Source: an optimization exercise on an open RTL-to-GDS flow (aim: small area, a short achievable clock period and few clock cycles per item). Production flows keep margins and buffers that such runs may drop.
At most, simulation tests tie the RTL to the original design; equivalence was not proved.
No functional check of the RTL was part of runs 1 and 4.
No activity file was given, so power comes from the tool's default toggle rates.

==> flow/design.v, too long to show whole: its modules and the start of the top module <==
// module aligned_sum16: 279 lines
// module mul_tree_a: 2751 lines
// module mul_tree_b: 355 lines
module aligned_sum16 (
    input  wire        clk,
    input  wire        rst,           
    input  wire        in_valid,
    output wire        in_ready,
    input  wire [31:0] in_a,
    input  wire [31:0] in_b,
    output reg         out_valid,
    output reg  [31:0] out_result,
    output reg  [5:0]  out_flush,     
    output wire [4:0]  out_inf        
);
  // ...
==> flow/flow/run.sh <==
#!/bin/bash
set -euo pipefail
bash standard.sh SETUP_SLACK_MARGIN=10 finish > flow_standard.log 2>&1
==> flow/standard.sh <==
#!/bin/bash
# synth_recipe.tcl (not shown) runs the flow's synth.tcl, then flattens the netlist and writes it again
# the make line also repeats each setting of config.mk as NAME=value (left out here)
make -C /OpenROAD-flow-scripts/flow DESIGN_CONFIG=/design/flow/config.mk WORK_HOME=/design/flow/orfs CLKGATE_MAP_FILE= SYNTH_SCRIPT=/design/flow/synth_recipe.tcl "${@:-finish}"
==> flow/config.mk <==
export PLATFORM = sky130hd
export DESIGN_NAME = aligned_sum16
export DESIGN_NICKNAME = aligned_sum16
export VERILOG_FILES = /design/flow/design.v
export SDC_FILE = /design/flow/constraint.sdc
export NUM_CORES = 4
export LEC_CHECK = 0
export CAP_MARGIN = 20
export CORE_MARGIN = 2
export CORE_UTILIZATION = 40
export SETUP_SLACK_MARGIN = 5
export SLEW_MARGIN = 20
==> flow/constraint.sdc <==
create_clock -name core_clock -period 14.0 [get_ports {clk}]
set_input_delay 2.8000 -clock core_clock [delete_from_list [all_inputs] [get_ports {clk}]]
set_output_delay 2.8000 -clock core_clock [all_outputs]
set_load 0.01 [all_outputs]
==> notes.md, run 1 <==
- Run status: no timing/DRC/antenna violations
- Final non-clock buffer share: 0.0259
- Die ar.: ~0.13 mm2
- Bufs and invs on worst path: 1
- Finished layout cell area: just under 0.06 mm2
- Seq pwr: slightly above 4 mW
- Critical path class: flop to output pin
- Worst EP arrival: between 1 and 1.5 ns
- Worst slew pin tran: around 1.0 ns
- Final net count: ~5300
- Startpoint types: flop
- Fraction of area in multi-input gates: 0.430
- Synth Area in Compound Gates: 0.0620
- Diode count: 2
- Largest family of logic cells by synthesized area: adder cells
- Post-synthesis cell type count: 77
- Largest register by flop count: ring
- Area grow syn2layout: 13.7%
- Pwr Density: approximately 200 mW/mm2
- Max-Cap Viols: 0
- Slew Viols, Final: 0
- Initial Util: 0.402
- Flops & latches, synth: 1168
- CTS tree: yes
- Synth top area share: 0.409
- Crit. Startpoint: rsv_clr
- Worst-path fanout max: 2
- Pleak: approximately 25 nW
- Die width: around 360 um
- Slew margin rel.: 0.323
- Largest stage delay on the critical path: roughly 0.31 ns
- Core Util, Final: 0.458
- Final WS setup: 9.90 ns
- Psw: about 4.3 mW
- Total wire length: roughly 110000 um
- Synth async-reset ratio: 0
- Core box area: between 0.1 and 0.15 mm2
- Final hold vios: 0
- Hold path startpoint: ring[10][30]
- Required @ worst endpoint: 11.20 ns
- Sequential cell count: 1168
- Post-CTS setup buffers: 2
- Die Y: about 360 um
==> module aligned_sum16, before the edit <==
module aligned_sum16 (
    input  wire        clk,
    input  wire        rst,           
    input  wire        in_valid,
    output wire        in_ready,
    input  wire [31:0] in_a,
    input  wire [31:0] in_b,
    output reg         out_valid,
    output reg  [31:0] out_result,
    output reg  [5:0]  out_flush,     
    output wire [4:0]  out_inf        
);
    localparam [31:0] CANON_NAN = 32'h7fc0_0000;
    reg  [3:0]  cnt;                  
    reg  [15:0] rsv;                  
    reg         rsv_clr;              
    wire        acc_in  = in_valid & in_ready;
    wire        in_last = (cnt == 4'd15);
    assign in_ready = ~rsv[3] | rsv_clr;
    always @(posedge clk) begin
        if (rst) begin
            cnt     <= 4'd0;
            rsv     <= 16'd0;
            rsv_clr <= 1'b0;
        end else begin
            if (acc_in) cnt <= cnt + 4'd1;
            rsv_clr <= acc_in & in_last;
            rsv <= {rsv[0] & ~rsv_clr, rsv[15:4] & {12{~rsv_clr}}, (rsv[3] & ~rsv_clr) | acc_in,
                    rsv[2:1] & {2{~rsv_clr}}};
        end
    end
    reg        s0_v, s0_first, s0_last;
    reg [31:0] s0_a, s0_b;
    always @(posedge clk) begin
        s0_a <= in_a;
        s0_b <= in_b;
        s0_first <= (cnt == 4'd0);
        s0_last  <= in_last;
        s0_v     <= acc_in & ~rst;
    end
    wire [7:0] a_ex   = s0_a[30:23];
    wire [7:0] b_ex   = s0_b[30:23];
    wire       a_fz   = (s0_a[22:0] == 23'd0);
    wire       b_fz   = (s0_b[22:0] == 23'd0);
    wire       a_max  = (a_ex == 8'hff);
    wire       b_max  = (b_ex == 8'hff);
    wire       a_zero = (a_ex == 8'h00);              
    wire       b_zero = (b_ex == 8'h00);
    wire       a_nan  = a_max & ~a_fz;
    wire       b_nan  = b_max & ~b_fz;
    wire       a_inf  = a_max & a_fz;
    wire       b_inf  = b_max & b_fz;
    wire       p_nan  = a_nan | b_nan | (a_inf & b_zero) | (b_inf & a_zero);
    wire       p_inf  = ~p_nan & (a_inf | b_inf);
    wire       p_zero = ~p_nan & ~p_inf & (a_zero | b_zero);
    wire       p_fin  = ~p_nan & ~p_inf & ~p_zero;
    wire [1:0] p_sub  = {1'b0, a_zero & ~a_fz} + {1'b0, b_zero & ~b_fz};
    wire [8:0] e_sum  = {1'b0, a_ex} + {1'b0, b_ex};   
    wire [47:0] t_r0, t_r1, t_r2, t_r3;
    mul_tree_a u_mula (.fa(s0_a[22:0]), .fb(s0_b[22:0]),
                       .r0(t_r0), .r1(t_r1), .r2(t_r2), .r3(t_r3));
    reg        s1_v, s1_first, s1_last;
    reg        s1_sign, s1_nan, s1_inf, s1_zero, s1_fin;
    reg [1:0]  s1_sub;
    reg [8:0]  s1_c0;                 
    reg        s1_gt, s1_ge, s1_eq;   
    reg [47:0] s1_r0, s1_r1, s1_r2, s1_r3;    
    always @(posedge clk) begin
        s1_v     <= s0_v & ~rst;
        s1_first <= s0_first;
        s1_last  <= s0_last;
        s1_sign  <= s0_a[31] ^ s0_b[31];
        s1_nan   <= p_nan;
        s1_inf   <= p_inf;
        s1_zero  <= p_zero;
        s1_fin   <= p_fin;
        s1_sub   <= p_sub;
        s1_c0    <= e_sum + 9'd25;
        s1_gt    <= (e_sum > 9'd381);
        s1_ge    <= (e_sum >= 9'd381);
        s1_eq    <= (e_sum == 9'd381);
        s1_r0    <= t_r0;
        s1_r1    <= t_r1;
        s1_r2    <= t_r2;
        s1_r3    <= t_r3;
    end
    wire [47:0] t_x, t_y;
    mul_tree_b u_mulb (.r0(s1_r0), .r1(s1_r1), .r2(s1_r2), .r3(s1_r3), .x(t_x), .y(t_y));
    wire [47:0] p     = t_x + t_y;
    wire        p_hi  = p[47];
    reg        s2_v, s2_first, s2_last;
    reg        s2_sign, s2_nan, s2_inf, s2_negz, s2_fin, s2_gt, s2_ge, s2_eq, s2_lnz;
    reg [1:0]  s2_sub;
    reg [8:0]  s2_c0;
    reg [27:0] s2_p;                  
    always @(posedge clk) begin
        s2_v     <= s1_v & ~rst;
        s2_first <= s1_first;
        s2_last  <= s1_last;
        s2_sign  <= s1_sign;
        s2_nan   <= s1_nan;
        s2_inf   <= s1_inf;
        s2_negz  <= s1_zero & s1_sign;
        s2_fin   <= s1_fin;
        s2_gt    <= s1_gt;
        s2_ge    <= s1_ge;
        s2_eq    <= s1_eq;
        s2_lnz   <= (p[19:0] != 20'd0);
        s2_sub   <= s1_sub;
        s2_c0    <= s1_c0;
        s2_p     <= p[47:20];
    end
    wire        w_hi   = s2_p[27];                  
    wire [25:0] w_m    = w_hi ? s2_p[26:1] : s2_p[25:0];
    wire [8:0]  w_c    = s2_c0 + {8'd0, w_hi};
    wire       w_ovf  = s2_fin & (w_hi ? s2_ge
                                       : (s2_gt | (s2_eq & (&s2_p[26:3]) &
                                                   ((|s2_p[2:0]) | s2_lnz))));
    wire       w_keep = s2_fin & ~w_ovf;
    wire [8:0] w_code = w_keep ? w_c : 9'd0;
    wire       w_infp = (s2_inf | w_ovf) & ~s2_sign;
    wire       w_infn = (s2_inf | w_ovf) & s2_sign;
    reg [35:0] ring [0:15];           
    integer k;
    always @(posedge clk) begin
        for (k = 0; k < 15; k = k + 1)
            ring[k] <= ring[k + 1];
        ring[15] <= s2_v ? {s2_sign, w_code, w_m} : ring[0];
    end
    reg        f_nan, f_infp, f_infn, f_nz, f_negz;
    reg [8:0]  f_e;
    reg [5:0]  f_flush;
    reg [4:0]  f_inf;
    wire       n_nan   = (s2_first ? 1'b0 : f_nan)  | s2_nan;
    wire       n_infp  = (s2_first ? 1'b0 : f_infp) | w_infp;
    wire       n_infn  = (s2_first ? 1'b0 : f_infn) | w_infn;
    wire       n_nz    = (s2_first ? 1'b0 : f_nz)   | w_keep;
    wire       n_negz  = (s2_first ? 1'b1 : f_negz) & s2_negz;
    wire       w_gt    = w_keep & (w_hi ? (s2_c0 >= f_e) : (s2_c0 > f_e));
    wire [8:0] n_e     = (s2_first || w_gt) ? w_code : f_e;
    wire [5:0] n_flush = (s2_first ? 6'd0 : f_flush) + {4'd0, s2_sub};
    wire [4:0] n_inf   = (s2_first ? 5'd0 : f_inf) + {4'd0, w_ovf};
    always @(posedge clk) begin
        if (s2_v) begin
            f_nan   <= n_nan;
            f_infp  <= n_infp;
            f_infn  <= n_infn;
            f_nz    <= n_nz;
            f_negz  <= n_negz;
            f_e     <= n_e;
            f_flush <= n_flush;
            f_inf   <= n_inf;
        end
    end
    reg        k_nan, k_inf, k_infn, k_nz, k_negz;
    reg [8:0]  k_e;
    reg [5:0]  k_flush;
    reg [4:0]  k_inf_cnt;
    reg        k_act;
    reg [3:0]  k_cnt;
    always @(posedge clk) begin
        if (s2_v && s2_last) begin
            k_nan     <= n_nan | (n_infp & n_infn);
            k_inf     <= n_infp | n_infn;
            k_infn    <= n_infn;
            k_nz      <= n_nz;
            k_negz    <= n_negz;
            k_e       <= n_e;
            k_flush   <= n_flush;
            k_inf_cnt <= n_inf;
        end
        if (rst) begin
            k_act <= 1'b0;
            k_cnt <= 4'd0;
        end else if (s2_v && s2_last) begin
            k_act <= 1'b1;
            k_cnt <= 4'd0;
        end else if (k_act) begin
            k_cnt <= k_cnt + 4'd1;
            if (k_cnt == 4'd15) k_act <= 1'b0;
        end
    end
    wire        h_sign = ring[0][35];
    wire [8:0]  h_code = ring[0][34:26];
    wire [26:0] h_m    = {1'b1, ring[0][25:0]};
    wire [8:0]  h_sh   = k_e - h_code;
    wire [26:0] h_al   = (h_sh > 9'd26) ? 27'd0 : (h_m >> h_sh[4:0]);
    reg         c1_v, c1_first, c1_last, c1_sign;
    reg  [26:0] c1_m;                 
    always @(posedge clk) begin
        c1_v     <= k_act & ~rst;
        c1_first <= (k_cnt == 4'd0);
        c1_last  <= (k_cnt == 4'd15);
        c1_sign  <= h_sign;
        c1_m     <= h_al ^ {27{h_sign}};
    end
    reg  [31:0] acc;                  
    reg         acc_done;
    wire [31:0] acc_base = c1_first ? 32'd0 : acc;
    wire [31:0] acc_add  = {{5{c1_sign}}, c1_m};
    wire [32:0] acc_sum  = {acc_base, 1'b1} + {acc_add, c1_sign};    
    always @(posedge clk) begin
        if (c1_v) acc <= acc_sum[32:1];
        acc_done <= c1_v & c1_last & ~rst;
    end
    reg        r_nan, r_inf, r_infn, r_nz, r_negz;
    reg [8:0]  r_e;
    reg [5:0]  r_flush;
    reg [4:0]  r_inf_cnt;
    always @(posedge clk) begin
        if (k_act && k_cnt == 4'd15) begin
            r_nan     <= k_nan;
            r_inf     <= k_inf;
            r_infn    <= k_infn;
            r_nz      <= k_nz;
            r_negz    <= k_negz;
            r_e       <= k_e;
            r_flush   <= k_flush;
            r_inf_cnt <= k_inf_cnt;
        end
    end
    assign out_inf = r_inf_cnt;
    wire [30:0] mag = acc[31] ? (~acc[30:0] + 31'd1) : acc[30:0];
    reg  [4:0]  lz;                   
    integer j;
    always @(*) begin
        lz = 5'd31;
        for (j = 0; j < 31; j = j + 1)
            if (mag[j]) lz = 5'd30 - j[4:0];
    end
    reg        u1_v, u1_neg, u1_zero;
    reg [30:0] u1_mag;
    reg [4:0]  u1_lz;
    always @(posedge clk) begin
        u1_v    <= acc_done & ~rst;
        u1_neg  <= acc[31];
        u1_mag  <= mag;
        u1_lz   <= lz;
        u1_zero <= (acc == 32'd0);
    end
    wire [30:0] nrm = u1_mag << u1_lz;
    wire        rnd_up = nrm[6] & ((|nrm[5:0]) | nrm[7]);
    reg        u2_v, u2_neg, u2_zero, u2_up, u2_cy;
    reg [23:0] u2_q;
    reg [4:0]  u2_lz;
    always @(posedge clk) begin
        u2_v     <= u1_v & ~rst;
        u2_neg   <= u1_neg;
        u2_zero  <= u1_zero;
        u2_up    <= rnd_up;
        u2_cy    <= rnd_up & (&nrm[30:7]);
        u2_q     <= nrm[30:7];
        u2_lz    <= u1_lz;
    end
    wire [24:0] qr    = {1'b0, u2_q} + {24'd0, u2_up};
    wire [9:0]  top   = {1'b0, r_e} + 10'd4 - {5'd0, u2_lz} + {9'd0, u2_cy};
    wire        over  = top > 10'd406;
    wire        tiny  = top < 10'd153;
    wire [7:0]  bexp  = top[7:0] - 8'd152;
    always @(posedge clk) begin
        out_valid <= u2_v & ~rst;
        out_flush <= r_flush;
        if (r_nan)
            out_result <= CANON_NAN;
        else if (r_inf)
            out_result <= {r_infn, 8'hff, 23'd0};
        else if (!r_nz)
            out_result <= {r_negz, 31'd0};
        else if (u2_zero)
            out_result <= 32'd0;
        else if (over)
            out_result <= {u2_neg, 8'hff, 23'd0};
        else if (tiny) begin
            out_result <= {u2_neg, 31'd0};
            out_flush  <= r_flush + 6'd1;
        end else
            out_result <= {u2_neg, bexp, qr[22:0]};
    end
endmodule
==> run 2: changes to the inputs <==
--- a/flow/design.v
+++ b/flow/design.v
@@ -14,17 +14,20 @@
     reg  [3:0]  cnt;                  
     reg  [15:0] rsv;                  
     reg         rsv_clr;              
+    reg         rdy;                  
     wire        acc_in  = in_valid & in_ready;
     wire        in_last = (cnt == 4'd15);
-    assign in_ready = ~rsv[3] | rsv_clr;
+    assign in_ready = rdy;
     always @(posedge clk) begin
         if (rst) begin
             cnt     <= 4'd0;
             rsv     <= 16'd0;
             rsv_clr <= 1'b0;
+            rdy     <= 1'b1;
         end else begin
             if (acc_in) cnt <= cnt + 4'd1;
             rsv_clr <= acc_in & in_last;
+            rdy     <= ~(rsv[4] & ~rsv_clr) | (acc_in & in_last);
             rsv <= {rsv[0] & ~rsv_clr, rsv[15:4] & {12{~rsv_clr}}, (rsv[3] & ~rsv_clr) | acc_in,
                     rsv[2:1] & {2{~rsv_clr}}};
         end
==> flow/flow/run.sh (replaced) <==
#!/bin/bash
# The standard layout (standard.sh: ORFS from synthesis to the final layout) with two
# changes to how the layout is made; the SDC, the clock period and the steps are the standard
# ones:
#  - the clock tree uses larger sink clusters and no dummy loads, which saves clock buffers.
# ORFS writes each step's full log under orfs/logs/; make's own output goes to flow_standard.log.
set -euo pipefail
bash standard.sh \
  SETUP_SLACK_MARGIN=10 \
  "CTS_ARGS=-sink_clustering_enable -repair_clock_nets -dont_use_dummy_load -sink_clustering_size 25 -sink_clustering_max_diameter 80" \
  finish > flow_standard.log 2>&1
==> run 2 against run 1 <==
Compared with the run above:
- fmax is 2.2% higher
- die area is 0.14% higher
- largest power group unchanged
- clock power is 39% lower
- area after synthesis is 0.14% higher
- critical path type unchanged
- global-route usage is 0.16 points lower
==> notes.md, run 2 <==
- CTS tree: yes (unchanged)
- Peak Freq: 249 MHz (was 244 MHz)
- Critical Path, Cell by Cell: buf_2 (was nand2b_4 > buf_6)
- Bufs and invs on worst path: 1 (unchanged)
- Final net count: 5293 (was 5319)
- Num Clock Sinks: 1169 (was 1168)
- Top_reg_cell synth: dfxtp_1 (unchanged)
- Fin Clk Skew: 0.0894 ns (was 0.0509 ns)
- Std cell rows: 132 (unchanged)
- Unrepaired setup endpoints after global routing: yes (unchanged)
- Number of flops mapped to enable cells by yosys: 107 (unchanged)
- Top cells by count, synth: 1062 x dfxtp_1, 489 x fa_1, 446 x and2_1, 406 x inv_1, 252 x nor2_1 (was 1061 x dfxtp_1, 489 x fa_1, 451 x and2_1, 402 x inv_1, 268 x nor2_1)
- Worst slew pin tran: 1.03 ns (was 1.01 ns)
- Final Power: 10.8 mW (was 12.0 mW)
- Initial Util: 0.402 (about the same)
- Fraction of layout cells with a size suffix above 1: 0.0684 (was 0.0945)
- CTS Hold Bufs: 0 (unchanged)
- Synth top area share: 0.408 (was 0.409)
- Initial DRC Count: 1848 (was 1656)
- Core box area: 0.129 mm2 (about the same)
- Overall Global Routing Usage: 0.173 (was 0.175)
- Place WS: 9.34 ns (was 9.50 ns)
- Syn nets: 5210 (was 5203)
- Final setup fails: 0 (unchanged)
- Peak VDD IR: 172 uV (was 159 uV)
- Top post-synthesis cells by area: dfxtp_1 41%, fa_1 19%, edfxtp_1 6.2% (unchanged)
- First-pass GRT wire length: 179000 um (was 182000 um)
- Yosys warnings: 2 (unchanged)
- Clk slew on worst S/H paths: 0.09 ns (was 0.06 ns)
- Most frequent cells in the layout: 1052 x dfxtp_1, 489 x fa_1, 446 x and2_1 (was 1034 x dfxtp_1, 489 x fa_1, 451 x and2_1)
- Post-synthesis cell type count: 85 (was 77)
- Die ar.: 0.133 mm2 (about the same)
- Cell with the most instances after synthesis: dfxtp_1 (unchanged)
- Critical path class: flop to output pin (unchanged)
- Port Buffer Count: 111 (unchanged)
- Syn_area_per_cell: 11.6 um2 (about the same)
- Worst EP arrival: 1.21 ns (was 1.30 ns)
- Vias in the first global route: 32237 (was 33047)
- Gpl congestion: 0.851 (was 0.857)
- Vias per cell: 4.94 (was 4.87)
- Die width: 365 um (was 364 um)
- Pre-Repair DR Iteration Count: 5 (unchanged)
- Slew Viols, Final: 0 (unchanged)
- Diode count: 0 (was 2)
- Min-Delay Path Class: flop to flop (unchanged)
- Post-synthesis sequential area ratio: 0.470 (about the same)
- CTS Buffer Depth: 3 (unchanged)
- Flops & latches, synth: 1169 (was 1168)
- Setup TNS: 0 ns (unchanged)
- DR WL/cell: 18.1 um (was 17.7 um)
- Clock root cell: clkbuf_16 (unchanged)
- DRT antenna net count: 0 (unchanged)
- Largest delay contributor family on the critical path: flip-flops (unchanged)
- DRC errors left: 0 (unchanged)
- Pleak: 24.1 nW (was 25.0 nW)
- Die Y: 365 um (was 364 um)
- Netlist Area Pre-Place: 0.0520 mm2 (about the same)
- HPWL Detailed: 79700 um (was 79100 um)
- Initial antenna violation count: 2 (unchanged)
- Largest register by flop count: ring (unchanged)
- H-tree lvl count: 3 (unchanged)
- Area grow syn2layout: 9.31% (was 13.7%)
- Worst-path fanout max: 1 (was 2)
- Largest net degree at the start of global routing: 72 (unchanged)
- Pwr Density: 190 mW/mm2 (was 202 mW/mm2)
- Gate Count Post-Synth: 4498 (was 4491)
- Clock period minus worst slack: 4.01 ns (was 4.10 ns)
- Clock Latency Late Sink: 0.68 ns (was 0.73 ns)
- Max-Cap Viols: 0 (unchanged)
- Top flop regs: ring (576), s1_r0 (46), s1_r1 (45) (unchanged)
- Run status: no timing/DRC/antenna violations (unchanged)
- Grt total ovfl: 0 (unchanged)
- Synth async-reset ratio: 0 (unchanged)
- Most common cell after layout, fill and taps aside: dfxtp_1 (unchanged)
- Required @ worst endpoint: 11.20 ns (about the same)
- Startpoint types: flop (unchanged)
- Yosys top cell by area: dfxtp_1 (unchanged)
- Final WS setup: 9.99 ns (was 9.90 ns)
- Final hold vios: 0 (unchanged)
- Total number of vias: 31242 (was 31423)
- Total wire length: 114000 um (about the same)
- I/O pin count: 112 (unchanged)
- Largest stage delay on the critical path: 0.38 ns (was 0.31 ns)
- Period utilization: 0.287 (was 0.293)
- Slew margin rel.: 0.314 (was 0.323)
- Crit. End Element: output pin (unchanged)
- Critical-path top delay cell: edfxtp_1 (was dfxtp_2)
- Total CTS buffers: 69 (was 116)
- Flip-flop count of the largest register after layout: 576 (unchanged)
==> run 2: cell families after synthesis <==
kind of cell	share of synthesized area
AO/OA/AOI/OAI	0.0617
XOR/XNOR	0.0316
adder cells (fa/ha/maj)	0.226
buffers and inverters	0.0422
flip-flops	0.470
multiplexers	0.0399
AND/OR/NAND/NOR	0.129
==> run 2: final timing paths <==
kind | from | to | slack, ns | cells after the start
worst min-delay path | ring[1][35] | ring[0][35] | 0.27 | 0
worst max-delay path | r_inf_cnt[2] | out_inf[2] | 9.99 | 1
worst max register to register | s0_a[12] | s1_r0[25] | 10.13 | 10
worst min register to register | ring[1][35] | ring[0][35] | 0.27 | 0
==> run 2: metrics by stage <==
stage | instances | cell area [um2] | util | hold WS [ns]
2_1_floorplan | 4498 | 52000 | - | 0.310
3_3_place_gp | 6241 | 55200 | 0.427 | 0.310
3_5_place_dp | 6241 | 55200 | 0.427 | 0.312
4_1_cts | 6314 | 56800 | 0.439 | 0.261
5_1_grt | 6321 | 56900 | 0.440 | 0.264
6_report | 6321 | 56900 | 0.440 | 0.274
==> run 2: worst reg2reg max path, stage by stage, from the launching register on <==
cell	delay (ns)
dfxtp_1	0.30
buf_4	0.22
inv_2	0.36
nor2_1	0.14
fa_1	0.53
inv_1	0.06
fa_1	0.53
inv_1	0.06
fa_1	0.50
fa_1	0.52
fa_1	0.48
==> run 2: area by class of cell <==
cell class	instances	area [um2]
multi-input cells	2750	25500
fillers	11977	72400
inverters	411	1540
well taps	1742	2180
repair buffers	180	1430
flip-flops and latches	1169	24500
clock buffers	69	1730
==> run 2: what timing repair did <==
| action | in CTS | in global routing |
|---|---|---|
| gates resized for setup | 190 | 17 |
| cloned | 1 | 0 |
| endpoints found under the setup margin | 82 | 69 |
| setup buffers | 3 | 7 |
| pin swaps | 6 | 6 |
==> run 2: layer usage <==
layer | vias to the layer above | wire length (um) | GRT usage
met3 | 256 | 5610 | 0.0300
met4 | 2 | 4330 | 0.0673
li1 | 14734 | - | -
met2 | 734 | 54700 | 0.292
met1 | 15516 | 49600 | 0.220
met5 | - | 54 | 0
==> run 2: where the power goes <==
part	internal, mW	leakage, nW	switching, mW	total, mW
Sequential	3.85	9.77	0.197	4.05
Combinational	2.07	13.5	2.77	4.84
Clock	0.876	0.850	1.02	1.90
Testbench counts of run 2, summed over its fixed seeds: cycles 5,312, sums 320.
==> run 3: changes to the inputs <==
--- a/flow/config.mk
+++ b/flow/config.mk
@@ -7,6 +7,6 @@
 export LEC_CHECK = 0
 export CAP_MARGIN = 20
 export CORE_MARGIN = 2
-export CORE_UTILIZATION = 40
+export CORE_UTILIZATION = 60
 export SETUP_SLACK_MARGIN = 5
 export SLEW_MARGIN = 20
==> run 3 against run 2 <==
Compared with the run above:
- synthesized cell count stayed put
- first-iteration DRC count shrank 0.87%
- sequential cell count is the same
- register-to-register slack lost 0.098 ns
==> notes.md, run 3 <==
- Most common cell after layout, fill and taps aside: dfxtp_1 (unchanged)
- Gate Count Post-Synth: 4498 (unchanged)
- Critical-path top delay cell: fa_1 (was edfxtp_1)
- Std cell rows: 108 (was 132)
- Worst-path fanout max: 6 (was 1)
- Unrepaired setup endpoints after global routing: yes (unchanged)
- Final net count: 5286 (was 5293)
- Clock root cell: clkbuf_16 (unchanged)
- Most Frequent Cell on Critical Path: fa_1
- Cell area after placement: 0.0544 mm2 (was 0.0552 mm2)
- Netlist Area Pre-Place: 0.0520 mm2 (unchanged)
- DRT antenna net count: 0 (unchanged)
- Top post-synthesis cells by area: dfxtp_1 41%, fa_1 19%, edfxtp_1 6.2% (unchanged)
- Syn nets: 5210 (unchanged)
- Final setup fails: 0 (unchanged)
- Clk slew on worst S/H paths: 0.10 ns (was 0.09 ns)
- Slew margin rel.: 0.326 (was 0.314)
- Post-synthesis sequential area ratio: 0.470 (unchanged)
- Largest net degree at the start of global routing: 77 (was 72)
- Cell with the most instances after synthesis: dfxtp_1 (unchanged)
- Final WS setup: 10.03 ns (was 9.99 ns)
- Required @ worst endpoint: 14.59 ns (was 11.20 ns)
- Total CTS buffers: 58 (was 69)
- Total wire length: 113000 um (was 114000 um)
- Peak VDD IR: 204 uV (was 172 uV)
- Num Clock Sinks: 1169 (unchanged)
- Peak Freq: 252 MHz (was 249 MHz)
- Crit. End Element: flop (was output pin)
- Port Buffer Count: 111 (unchanged)
- Yosys warnings: 2 (unchanged)
- Overall Global Routing Usage: 0.258 (was 0.173)
- Clock period minus worst slack: 3.97 ns (was 4.01 ns)
- Clock Latency Late Sink: 0.69 ns (was 0.68 ns)
- Pwr Density: 192 mW/mm2 (was 190 mW/mm2)
- Top flop regs: ring (576), s1_r0 (46), s1_r1 (45) (unchanged)
- Number of flops mapped to enable cells by yosys: 107 (unchanged)
- Total number of vias: 31346 (was 31242)
- Die ar.: 0.0891 mm2 (was 0.133 mm2)
- Area grow syn2layout: 7.46% (was 9.31%)
- Worst EP arrival: 4.56 ns (was 1.21 ns)
- Post-synthesis cell type count: 85 (unchanged)
- Top cells by count, synth: 1062 x dfxtp_1, 489 x fa_1, 446 x and2_1, 406 x inv_1, 252 x nor2_1 (unchanged)
- Finished layout cell area: 0.0559 mm2 (was 0.0569 mm2)
- H-tree lvl count: 2 (was 3)
- Most frequent cells in the layout: 1041 x dfxtp_1, 489 x fa_1, 446 x and2_1 (was 1052 x dfxtp_1, 489 x fa_1, 446 x and2_1)
- Initial antenna violation count: 1 (was 2)
- Fin Clk Skew: 0.0713 ns (was 0.0894 ns)
- DRC errors left: 0 (unchanged)
- CTS tree: yes (unchanged)
- HPWL Detailed: 78900 um (was 79700 um)
- Grt total ovfl: 0 (unchanged)
- Syn_area_per_cell: 11.6 um2 (unchanged)
- Vias per cell: 5.47 (was 4.94)
- Core box area: 0.0863 mm2 (was 0.129 mm2)
- DR WL/cell: 19.7 um (was 18.1 um)
- Largest stage delay on the critical path: 0.52 ns (was 0.38 ns)
- Place WS: 9.32 ns (was 9.34 ns)
- Synth top area share: 0.408 (unchanged)
- Max-Cap Viols: 0 (unchanged)
- Core Util, Final: 0.648 (was 0.440)
- Initial DRC Count: 1832 (was 1848)
- Pre-Repair DR Iteration Count: 5 (unchanged)
- I/O pin count: 112 (unchanged)
- Setup TNS: 0 ns (unchanged)
- Flip-flop count of the largest register after layout: 576 (unchanged)
- Vias in the first global route: 32210 (was 32237)
- Final Power: 10.7 mW (was 10.8 mW)
- Die Y: 299 um (was 365 um)
- Startpoint types: flop (unchanged)
- Flops & latches, synth: 1169 (unchanged)
- Min-Delay Path Class: flop to flop (unchanged)
- Fraction of layout cells with a size suffix above 1: 0.0698 (was 0.0684)
- Critical path class: flop to flop (was flop to output pin)
- Final hold vios: 0 (unchanged)
- Bufs and invs on worst path: 3 (was 1)
- Period utilization: 0.283 (was 0.287)
- Gpl congestion: 0.883 (was 0.851)
- Pleak: 24.0 nW (was 24.1 nW)
- Largest register by flop count: ring (unchanged)
- Die width: 299 um (was 365 um)
- Yosys top cell by area: dfxtp_1 (unchanged)
- CTS Buffer Depth: 3 (unchanged)
- Initial Util: 0.603 (was 0.402)
- Synth async-reset ratio: 0 (unchanged)
- First-pass GRT wire length: 179000 um (about the same)
- Top_reg_cell synth: dfxtp_1 (unchanged)
- Run status: no timing/DRC/antenna violations (unchanged)
- Critical Path, Cell by Cell: fa_1 > inv_1 > fa_1 > inv_2 > ha_4 > a211o_1 > a211oi_4 > o2111ai_2 > a221o_2 > a41oi_4 > buf_6 > o21ai_2 > or4_1 > nand3_1 (was buf_2)
- Slew Viols, Final: 0 (unchanged)
- Worst slew pin tran: 1.01 ns (was 1.03 ns)
- Largest delay contributor family on the critical path: compound AO/OA/AOI/OAI gates (was flip-flops)
## run 3: kinds of logic after synthesis
group | count (synthesis) | share of synthesized area
simple gates | 1278 | 0.129
flops | 1169 | 0.470
fa+ha+maj | 645 | 0.226
buf+inv | 580 | 0.0422
compound gates | 489 | 0.0617
xor+xnor | 188 | 0.0316
mux | 149 | 0.0399
## run 3: power breakdown
part	leakage [nW]	internal [mW]	switching (mW)
clock network	0.715	0.734	0.984
registers	9.77	3.85	0.207
logic	13.5	2.12	2.85
## run 3: repair_timing
item / 4_1_cts / 5_1_grt
hold endpoints to repair: 0 / 0
setup buffers: 8 / 8
gates cloned: 1 / 0
hold buffers: 0 / 0
resized for setup: 204 / 19
pin swaps: 9 / 4
endpoints found under the setup margin: 84 / 45
## run 3: worst reg2reg max path: cells and delay by family, from the launching register on
kind | cells | cell delay (ns)
adders and majority gates | 3 | 1.17
buffers and inverters | 3 | 0.25
DFF | 1 | 0.33
AOI/OAI and AO/OA | 6 | 1.64
and+or+nand+nor | 2 | 0.50
## run 3: through the flow
| stage | cells | hold slack [ns] |
|---|---|---|
| finish | 5728 | 0.283 |
| CTS | 5719 | 0.266 |
| global placement | 5652 | 0.309 |
| detailed placement | 5652 | 0.312 |
| floorplan | 4498 | 0.310 |
| global route | 5727 | 0.278 |
## run 3: final timing paths
kind / from / end / slack, ns / depth (start not counted)
worst max-delay path: s1_r0[4] / s2_p[13] / 10.03 / 14
worst min-delay path: ring[8][27] / ring[7][27] / 0.28 / 0
worst max register to register: s1_r0[4] / s2_p[13] / 10.03 / 14
worst min register to register: ring[8][27] / ring[7][27] / 0.28 / 0
## run 3: area by class of cell
type	instances	area [um2]
diodes	1	2.50
clock buffers	58	1450
fillers	6865	30400
inverters	411	1550
multi-input cells	2750	25500
flip-flops and latches	1169	24500
well taps	1155	1450
repair buffers	184	1450
## run 3: per-layer routing
layer,track usage,vias up,share of wire
li1,-,14751,-
met1,0.349,15474,0.44
met2,0.426,866,0.47
met3,0.0430,253,0.056
met4,0.0855,2,0.033
met5,0,-,0.00022
==> run 4: changes to the inputs <==
--- a/flow/design.v
+++ b/flow/design.v
@@ -241,27 +241,16 @@
         u1_lz   <= lz;
         u1_zero <= (acc == 32'd0);
     end
-    wire [30:0] nrm = u1_mag << u1_lz;
+    wire [30:0] nrm    = u1_mag << u1_lz;
     wire        rnd_up = nrm[6] & ((|nrm[5:0]) | nrm[7]);
-    reg        u2_v, u2_neg, u2_zero, u2_up, u2_cy;
-    reg [23:0] u2_q;
-    reg [4:0]  u2_lz;
+    wire        cy     = rnd_up & (&nrm[30:7]);           
+    wire [24:0] qr     = {1'b0, nrm[30:7]} + {24'd0, rnd_up};
+    wire [8:0]  top0   = r_e + 9'd4 - {4'd0, u1_lz};
+    wire        over   = cy ? (top0 > 9'd405) : (top0 > 9'd406);
+    wire        tiny   = cy ? (top0 < 9'd152) : (top0 < 9'd153);
+    wire [7:0]  bexp   = cy ? (top0[7:0] - 8'd151) : (top0[7:0] - 8'd152);
     always @(posedge clk) begin
-        u2_v     <= u1_v & ~rst;
-        u2_neg   <= u1_neg;
-        u2_zero  <= u1_zero;
-        u2_up    <= rnd_up;
-        u2_cy    <= rnd_up & (&nrm[30:7]);
-        u2_q     <= nrm[30:7];
-        u2_lz    <= u1_lz;
-    end
-    wire [24:0] qr    = {1'b0, u2_q} + {24'd0, u2_up};
-    wire [9:0]  top   = {1'b0, r_e} + 10'd4 - {5'd0, u2_lz} + {9'd0, u2_cy};
-    wire        over  = top > 10'd406;
-    wire        tiny  = top < 10'd153;
-    wire [7:0]  bexp  = top[7:0] - 8'd152;
-    always @(posedge clk) begin
-        out_valid <= u2_v & ~rst;
+        out_valid <= u1_v & ~rst;
         out_flush <= r_flush;
         if (r_nan)
             out_result <= CANON_NAN;
@@ -269,15 +258,15 @@
             out_result <= {r_infn, 8'hff, 23'd0};
         else if (!r_nz)
             out_result <= {r_negz, 31'd0};
-        else if (u2_zero)
+        else if (u1_zero)
             out_result <= 32'd0;
         else if (over)
-            out_result <= {u2_neg, 8'hff, 23'd0};
+            out_result <= {u1_neg, 8'hff, 23'd0};
         else if (tiny) begin
-            out_result <= {u2_neg, 31'd0};
+            out_result <= {u1_neg, 31'd0};
             out_flush  <= r_flush + 6'd1;
         end else
-            out_result <= {u2_neg, bexp, qr[22:0]};
+            out_result <= {u1_neg, bexp, qr[22:0]};
     end
 endmodule
 module mul_tree_a (
==> run 4 against run 3 <==
Compared with the run above:
- non-clock buffer count up 24
- still clean on timing, DRC and antenna
- fmax down 0.72%
- critical endpoint is now s2_p[24]
- highest routed layer is now met4
- power down 3.0%
==> notes.md, run 4 <==
- Startpoint types: flop (unchanged)
- H-tree lvl count: 2 (unchanged)
- Post-synthesis sequential area ratio: 0.463 (was 0.470)
- Slew Viols, Final: 0 (unchanged)
- Psw: 3.81 mW (was 4.04 mW)
- Critical Path, Cell by Cell: fa_1 > fa_1 > ha_4 > a21o_1 > or3_4 > nor4_4 > o41ai_4 > o21a_2 > a41o_4 > a31oi_4 > o31a_1 > o211ai_1 > a41oi_1 > xnor2_1 (was fa_1 > inv_1 > fa_1 > inv_2 > ha_4 > a211o_1 > a211oi_4 > o2111ai_2 > a221o_2 > a41oi_4 > buf_6 > o21ai_2 > or4_1 > nand3_1)
- Yosys warnings: 2 (unchanged)
- Yosys top cell by area: dfxtp_1 (unchanged)
- Final WS setup: 10.00 ns (was 10.03 ns)
- Critical-path top delay cell: fa_1 (unchanged)
- Die width: 297 um (was 299 um)
- Max-Cap Viols: 0 (unchanged)
- Critical path class: flop to flop (unchanged)
- Switching Share: 0.366 (was 0.376)
- Synth top area share: 0.400 (was 0.408)
- Comb pwr share: 0.462 (about the same)
- Overall Global Routing Usage: 0.261 (was 0.258)
- Cell with the most instances after synthesis: dfxtp_1 (unchanged)
- Final setup fails: 0 (unchanged)
- Syn nets: 5148 (was 5210)
- Total wire length: 114000 um (was 113000 um)
- RR Startpoint: s1_r0[9] (was s1_r0[4])
- Area grow syn2layout: 8.47% (was 7.46%)
- HPWL Detailed: 78600 um (was 78900 um)
- Period utilization: 0.286 (was 0.283)
- Peak VDD IR: 172 uV (was 204 uV)
- Fill cells: 6764 (was 6865)
- Core Util, Final: 0.656 (was 0.648)
- Sequential share of power: 0.379 (was 0.378)
- Required @ worst endpoint: 14.61 ns (was 14.59 ns)
- Setup TNS: 0 ns (unchanged)
- Clk slew on worst S/H paths: 0.09 ns (was 0.10 ns)
- Largest net degree at the start of global routing: 75 (was 77)
- Fin Clk Skew: 0.0948 ns (was 0.0713 ns)
- Worst reg2reg path depth: 14 (unchanged)
- Most Frequent Cell on Critical Path: fa_1 (unchanged)
- Clk pwr share: 0.159 (was 0.160)
- Top_reg_cell synth: dfxtp_1 (unchanged)
- Num Clock Sinks: 1136 (was 1169)
- Pleak: 23.9 nW (was 24.0 nW)
- Place WS: 9.38 ns (was 9.32 ns)
- Slew margin rel.: 0.267 (was 0.326)
- Hold path startpoint: ring[14][0] (was ring[8][27])
- R2R setup slack: 10.00 ns (was 10.03 ns)
- Clock root cell: clkbuf_16 (unchanged)
- Unrepaired setup endpoints after global routing: yes (unchanged)
- Largest stage delay on the critical path: 0.58 ns (was 0.52 ns)
- Most frequent cells in the layout: 995 x dfxtp_1, 488 x fa_1, 445 x and2_1 (was 1041 x dfxtp_1, 489 x fa_1, 446 x and2_1)
- Die ar.: 0.0881 mm2 (was 0.0891 mm2)
- DR WL/cell: 20.0 um (was 19.7 um)
- CTS Hold Bufs: 0 (unchanged)
- Min-Delay Endpoint: ring[13][0] (was ring[7][27])
- Peak Freq: 250 MHz (was 252 MHz)
- Largest register by flop count: ring (unchanged)
- CTS tree: yes (unchanged)
- Flip-flop count of the largest register after layout: 576 (unchanged)
- DRC errors left: 0 (unchanged)
- Total CTS buffers: 56 (was 58)
- Gpl congestion: 0.882 (was 0.883)
- DRT antenna net count: 0 (unchanged)
- Total number of vias: 31088 (was 31346)
- Final net count: 5249 (was 5286)
- Vias in the first global route: 31918 (was 32210)
- Std cell rows: 107 (was 108)
- Most common cell after layout, fill and taps aside: dfxtp_1 (unchanged)
- Crit. End Element: flop (unchanged)
- I/O pin count: 112 (unchanged)
- Initial DRC Count: 1873 (was 1832)
- Run status: no timing/DRC/antenna violations (unchanged)
- Top cells by count, synth: 1029 x dfxtp_1, 489 x fa_1, 446 x and2_1, 397 x inv_1, 249 x nor2_1 (was 1062 x dfxtp_1, 489 x fa_1, 446 x and2_1, 406 x inv_1, 252 x nor2_1)
- Vias per cell: 5.48 (was 5.47)
- Pwr Density: 187 mW/mm2 (was 192 mW/mm2)
- Core box area: 0.0850 mm2 (was 0.0863 mm2)
- Netlist Area Pre-Place: 0.0514 mm2 (was 0.0520 mm2)
- Clock Latency Late Sink: 0.67 ns (was 0.69 ns)
- First-pass GRT wire length: 180000 um (was 179000 um)
- Top post-synthesis cells by area: dfxtp_1 40%, fa_1 19%, edfxtp_1 6.2% (was dfxtp_1 41%, fa_1 19%, edfxtp_1 6.2%)
- Pre-Repair DR Iteration Count: 5 (unchanged)
- Cell Int Power: 6.61 mW (was 6.70 mW)
- Flops & latches, synth: 1136 (was 1169)
- CTS Buffer Depth: 3 (unchanged)
- Clock period minus worst slack: 4.00 ns (was 3.97 ns)
- Fraction of layout cells with a size suffix above 1: 0.0918 (was 0.0698)
- Final hold vios: 0 (unchanged)
- Die Y: 297 um (was 299 um)
- Synth async-reset ratio: 0 (unchanged)
- Gate Count Post-Synth: 4435 (was 4498)
- Number of flops mapped to enable cells by yosys: 107 (unchanged)
- Worst-path fanout max: 4 (was 6)
- Port Buffer Count: 111 (unchanged)
- Initial antenna violation count: 0 (was 1)
- Post-synthesis cell type count: 87 (was 85)
- Largest delay contributor family on the critical path: compound AO/OA/AOI/OAI gates (unchanged)
- Worst EP arrival: 4.60 ns (was 4.56 ns)
- Reg2reg end: s2_p[24] (was s2_p[13])
- Grt total ovfl: 0 (unchanged)
- Min-Delay Path Class: flop to flop (unchanged)
- Top flop regs: ring (576), s1_r0 (46), s1_r1 (45) (unchanged)
- Bufs and invs on worst path: 0 (was 3)
- Diode count: 0 (was 1)
- Initial Util: 0.605 (was 0.603)
- Worst slew pin tran: 1.10 ns (was 1.01 ns)
- Hold path cells: 0 (unchanged)
- Syn_area_per_cell: 11.6 um2 (about the same)
==> run 4: changes by cell type after synthesis, moves of 9 or more <==
cell      previous run  this run
nor3_1              79        38
dfxtp_1           1062      1029
xnor2_1             91       120
xor2_1              97        74
nor2_2               0        13
a21o_1              42        54
nand2b_1            14        26
a21oi_1            146       157
clkbuf_1           154       143
mux4_1               0        10
o211ai_1            21        11
inv_1              406       397
o21ai_1             11         2
==> run 4: worst max path at each step <==
stage / slack [ns] / depth (start not counted) / startpoint / to
after floorplan: 10.01 / 16 / s1_r0[4] / s2_p[24]
after global placement: 9.38 / 16 / s1_r0[4] / s2_p[24]
after detailed placement: 9.38 / 4 / rst / rdy
after CTS: 9.90 / 14 / s1_r2[9] / s2_p[24]
after global routing: 9.83 / 14 / s1_r0[9] / s2_p[24]
final: 10.00 / 14 / s1_r0[9] / s2_p[24]
==> run 4: stage by stage <==
step           hold slack, ns  area [um2]  power (mW)  cells
2_1_floorplan           0.310       51500        7.19   4435
3_3_place_gp            0.310       53800        8.32   5584
3_5_place_dp            0.312       53800        8.39   5584
4_1_cts                 0.265       55400        10.3   5653
5_1_grt                 0.265       55800        11.2   5678
6_report                0.271       55800        10.4   5678
==> run 4: worst register-to-register path, delay by kind of cell (launching register included) <==
family                   cells  cell delay, ns
flip-flops                   1            0.33
adder cells (fa/ha/maj)      3            1.30
AND/OR/NAND/NOR              2            0.59
AO/OA/AOI/OAI                8            1.63
XOR/XNOR                     1            0.15
==> run 4: area by class of cell <==
type	instances	area, um2	area share
Sequential cell	1136	23900	0.428
Multi-Input combinational cell	2732	25800	0.463
Inverter	402	1520	0.0272
Tap cell	1144	1430	0.0257
Timing Repair Buffer	208	1760	0.0315
Clock buffer	56	1400	0.0251
==> run 4: timing repair <==
action,4_1_cts,5_1_grt
setup buffers,11,21
gates cloned,2,4
pin swaps,25,33
gates resized for setup,224,82
setup endpoints to repair,106,101
==> run 4: layer usage <==
layer	GRT usage	vias up	wire length, um
li1	-	14515	-
met1	0.355	15388	49400
met2	0.431	927	53400
met3	0.0342	258	6440
met4	0.0983	0	4560
met5	0	-	0
==> run 4: cells by family after synthesis <==
logic type / synth area share
simple gates: 0.129
flops: 0.463
fa+ha+maj: 0.229
buf+inv: 0.0436
compound gates: 0.0605
xor+xnor: 0.0330
mux: 0.0428
==> run 4: power groups by stage <==
stage	clock, mW	combinational [mW]	sequential [mW]
after floorplan	0	3.23	3.96
final	1.65	4.82	3.95
after detailed placement	0	4.36	4.03
after global routing	1.82	5.39	3.99
after global placement	0	4.31	4.02
after CTS	1.71	4.65	3.95

==> separate check: timing with driven ports <==
The flow's constraints put no driver on any port. The routed layouts listed below were extracted and timed again, unchanged, in two steps.
Step 1 sets driving cells, clkbuf_16 on the clock port and buf_2 on the other inputs (assumed; they add their load-dependent delay and slew).
Step 2 moves the port delays by t, midway between the first and last clock arrival at a register: inputs arrive t later, outputs are due t later. That takes back most of the time a late clock gives input paths.
Three values: no drivers, after step 1, after step 2; two values: the first two.
run	shift t [ns]	slack for setup (ns)	worst hold slack (ns)	worst setup path after step 2
run 1	0.772	9.898 / 9.833 / 9.548	0.283 / 0.283 / 0.283	input to register
run 2	0.705	9.986 / 9.917 / 9.578	0.274 / 0.274 / 0.274	input to register
run 3	0.717	10.032 / 9.966 / 9.530	0.283 / 0.283 / 0.283	input to register
run 4	0.696	10.003 / 9.979 / 9.581	0.271 / 0.271 / 0.271	input to register
After both steps every run listed still meets setup and hold. For run 3, which loses most, drivers alone change the setup slack by -0.066 ns; drivers and shift together by -0.502 ns.
